Context: an optimization exercise on an open-source flow, tuned for small area and a short achievable clock period. The choices shown serve that exercise and are no tape-out recipe. In this exercise RTL edits were held to simulation tests only and were not proved equivalent to the original.

Setup of 03-04:
## bv_cp0
module bv_cp0 (
    input  wire        clk,
    input  wire        rst,         
    input  wire        issue,       
    input  wire [5:0]  op,          
    input  wire [23:0] ga,          
    input  wire [23:0] gb,          
    input  wire [23:0] gd,          
    output reg         r1_valid,    
    output reg  [23:0] r1_data,     
    output reg         r1_ill,      
    output reg         r4_valid,    
    output reg  [23:0] r4_data      
);
Size in the first run: roughly 6100 cells after synthesis, ~850 flip-flops.
clock: 90.0 ns
lec_check: 0
cap_margin: 20
core_margin: 2
core_utilization: 70
place_density: 0.8
slew_margin: 20
run.sh (not shown) runs the stock make flow with config.mk's settings and CLKGATE_MAP_FILE= SYNTH_SCRIPT=/design/flow/synth_recipe.tcl, a recipe that flattens the netlist after the stock synthesis.
Modified inputs, 10-21 compared to 03-04
-- flow/design.v --
<<< 03-04, line 113
    reg [4:0]  res_fc;
    reg [4:0]  code_cnt;            
    reg [7:0]  th_s    [0:9];       
    reg [8:0]  ex_s;                
    reg [7:0]  cpend;               
    reg [2:0]  cptr;                
>>> 10-21, line 113
    reg [4:0]  res_fc;
    reg [4:0]  code_cnt;            
    reg [7:0]  lim_s   [0:9];       
    reg        lim_sv  [0:9];       
    reg [7:0]  cpend;               
    reg [2:0]  cptr;                
<<< 03-04, line 149
    endgenerate
    wire [8:0] extra = {1'b0, thr_oct[10]} + (res_fc[4] ? 9'd0 : {1'b0, thr_oct[11]});
    integer r, k, c;
    wire        cact  = shv | cpend[cptr];
    wire [2:0]  cidx  = shv ? shi : cptr;
>>> 10-21, line 149
    endgenerate
    wire [8:0] extra = {1'b0, thr_oct[10]} + (res_fc[4] ? 9'd0 : {1'b0, thr_oct[11]});
    reg  [7:0] lim   [0:9];
    reg        lim_v [0:9];
    reg  [9:0] lim_t;
    integer r, k, c;
    always @* begin
        for (k = 0; k < 10; k = k + 1) begin
            lim_t    = {2'b00, thr_oct[k]} + {1'b0, extra};
            lim[k]   = lim_t[7:0];
            lim_v[k] = (lim_t[9:8] == 2'b00);
        end
    end
    wire        cact  = shv | cpend[cptr];
    wire [2:0]  cidx  = shv ? shi : cptr;
<<< 03-04, line 156
    reg [4:0]  ps0, ps1;            
    reg [7:0]  snr_k;
    reg [9:0]  snr_m;               
    reg [2:0]  code_k;
    always @* begin
>>> 10-21, line 166
    reg [4:0]  ps0, ps1;            
    reg [7:0]  snr_k;
    reg [2:0]  code_k;
    always @* begin
<<< 03-04, line 163
        for (k = 0; k < 3; k = k + 1) begin
            snr_k = cword[23 - 8*k -: 8];
            snr_m = {2'b00, snr_k} - {1'b0, ex_s};
            for (r = 0; r < 2; r = r + 1) begin
                code_k = 3'd0;
                for (c = 1; c <= 5; c = c + 1)
                    if (!snr_m[9] && ge8(snr_m[7:0], th_s[5*r + c - 1]))
                        code_k = c[2:0];
                if (r == 0) begin
>>> 10-21, line 172
        for (k = 0; k < 3; k = k + 1) begin
            snr_k = cword[23 - 8*k -: 8];
            for (r = 0; r < 2; r = r + 1) begin
                code_k = 3'd0;
                for (c = 1; c <= 5; c = c + 1)
                    if (lim_sv[5*r + c - 1] && ge8(snr_k, lim_s[5*r + c - 1]))
                        code_k = c[2:0];
                if (r == 0) begin
<<< 03-04, line 243
    always @* begin
        if (r1_cnt)
            r1_data = {17'd0, {2'd0, r1_q[23:19]} + {2'd0, r1_q[18:14]}
                            + {2'd0, r1_q[13:9]}  + {2'd0, r1_q[8:4]}};
        else
            r1_data = r1_q;
>>> 10-21, line 251
    always @* begin
        if (r1_cnt)
            r1_data = {17'd0, ({2'd0, r1_q[23:19]} + {2'd0, r1_q[18:14]})
                            + ({2'd0, r1_q[13:9]}  + {2'd0, r1_q[8:4]})};
        else
            r1_data = r1_q;
<<< 03-04, line 287
    wire [26:0] ns_w2 = {ns_x1[26:E0], ns_qb[E0-1:E1], ns_x1[E1-1:0]};
    wire [26:0] ns_w3 = {ns_x2[26:E1], ns_qb[E1-1:E2], ns_x2[E2-1:0]};
    wire [23-E2:0] ns_qh  = ns_x3[23:E2];
    wire [23-E2:0] ns_qh1 = ns_qh + 1'b1;
    wire [E2-1:0]  ns_ql  = ns_qb[E2-1:0];
    wire [23:0]    ns_q1  = {(&ns_ql) ? ns_qh1 : ns_qh, ns_ql};
    reg  [23:0] r4_q;
    reg         r4_dz;
    always @*
        r4_data = r4_dz ? 24'd0 : {r4_q[23:E2], r4_q[E2-1:0] + 1'b1};
    always @(posedge clk) begin
        r1_q    <= r1_next;
>>> 10-21, line 295
    wire [26:0] ns_w2 = {ns_x1[26:E0], ns_qb[E0-1:E1], ns_x1[E1-1:0]};
    wire [26:0] ns_w3 = {ns_x2[26:E1], ns_qb[E1-1:E2], ns_x2[E2-1:0]};
    wire [23:0] ns_q  = {ns_x3[23:E2], ns_qb[E2-1:0]};
    reg  [23:0] r4_q;
    reg         r4_dz;
    always @*
        r4_data = r4_dz ? 24'd0 : r4_q + 24'd1;
    always @(posedge clk) begin
        r1_q    <= r1_next;
<<< 03-04, line 303
        ns_r2 <= ns_rem[E1]; ns_x2 <= ns_w2; ns_d2 <= ns_d1;
        ns_r3 <= ns_rem[E2]; ns_x3 <= ns_w3; ns_d3 <= ns_d2;
        r4_q    <= ns_q1;
        r4_dz   <= (ns_d3 == 10'd0);
        if (rst) begin
>>> 10-21, line 308
        ns_r2 <= ns_rem[E1]; ns_x2 <= ns_w2; ns_d2 <= ns_d1;
        ns_r3 <= ns_rem[E2]; ns_x3 <= ns_w3; ns_d3 <= ns_d2;
        r4_q    <= ns_q;
        r4_dz   <= (ns_d3 == 10'd0);
        if (rst) begin
<<< 03-04, line 361
                cacc0    <= 8'd0;
                cacc1    <= 8'd0;
                for (k = 0; k < 10; k = k + 1)
                    th_s[k] <= thr_oct[k];
                ex_s <= extra;
            end else begin
                if (cact) begin
>>> 10-21, line 366
                cacc0    <= 8'd0;
                cacc1    <= 8'd0;
                for (k = 0; k < 10; k = k + 1) begin
                    lim_s[k]  <= lim[k];
                    lim_sv[k] <= lim_v[k];
                end
            end else begin
                if (cact) begin
Taking 03-04 as the reference, in 10-21 maximum number of pins on one net before global-route repair now sits lower; cell area after placement now sits higher.
Top achievable clock speed shrinks slightly when moving from 03-04 to 10-21.
Of 03-04 and 10-21, 10-21 shows the higher detailed placement HPWL, with 03-04 below it.
Relative to 03-04, the period utilization of 10-21 is higher by 0.16 points.
Against 03-04, the final cell area of 10-21 is higher.
Taking 03-04 as the reference point, the hold slack of 10-21 rises by 0.0048 ns.
Final routed wirelength across all metal layers delta for 10-21 relative to 03-04: 8300 um higher
Final critical-path setup slack on 10-21 is behind 03-04.
The final reports for 10-21 and 03-04 show area of the core higher in the former.

==> afterwards: timing with drivers on the ports <==
No port has a modelled driver above. Below, the same layouts with a new extraction and two added sets of constraints.
Step 1 (the two cells are an assumption about what drives the block):
set clk [get_ports {clk}]
set_driving_cell -lib_cell sky130_fd_sc_hd__clkbuf_16 $clk
set_driving_cell -lib_cell sky130_fd_sc_hd__buf_2 [delete_from_list [all_inputs] $clk]
Step 2 adds t to the input delays and takes it off the output delays; t is the mean of the earliest and latest rising clock arrival at the registers after step 1. Input paths then give back, and output paths get back, about the clock's delay inside the block.
a / b / c = ideal / step 1 / step 2; a / b = the first two.
| run | t, ns | setup slack, ns | worst setup path after step 2 |
|---|---|---|---|
| 03-04 | 0.734 | 67.956 / 67.939 / 67.643 | input to register |
| 10-21 | 0.744 | 67.810 / 67.736 / 68.050 | input to register |
After both steps every run listed still meets setup and hold. For 03-04, which loses most, drivers alone change the setup slack by -0.017 ns; drivers and shift together by -0.313 ns.
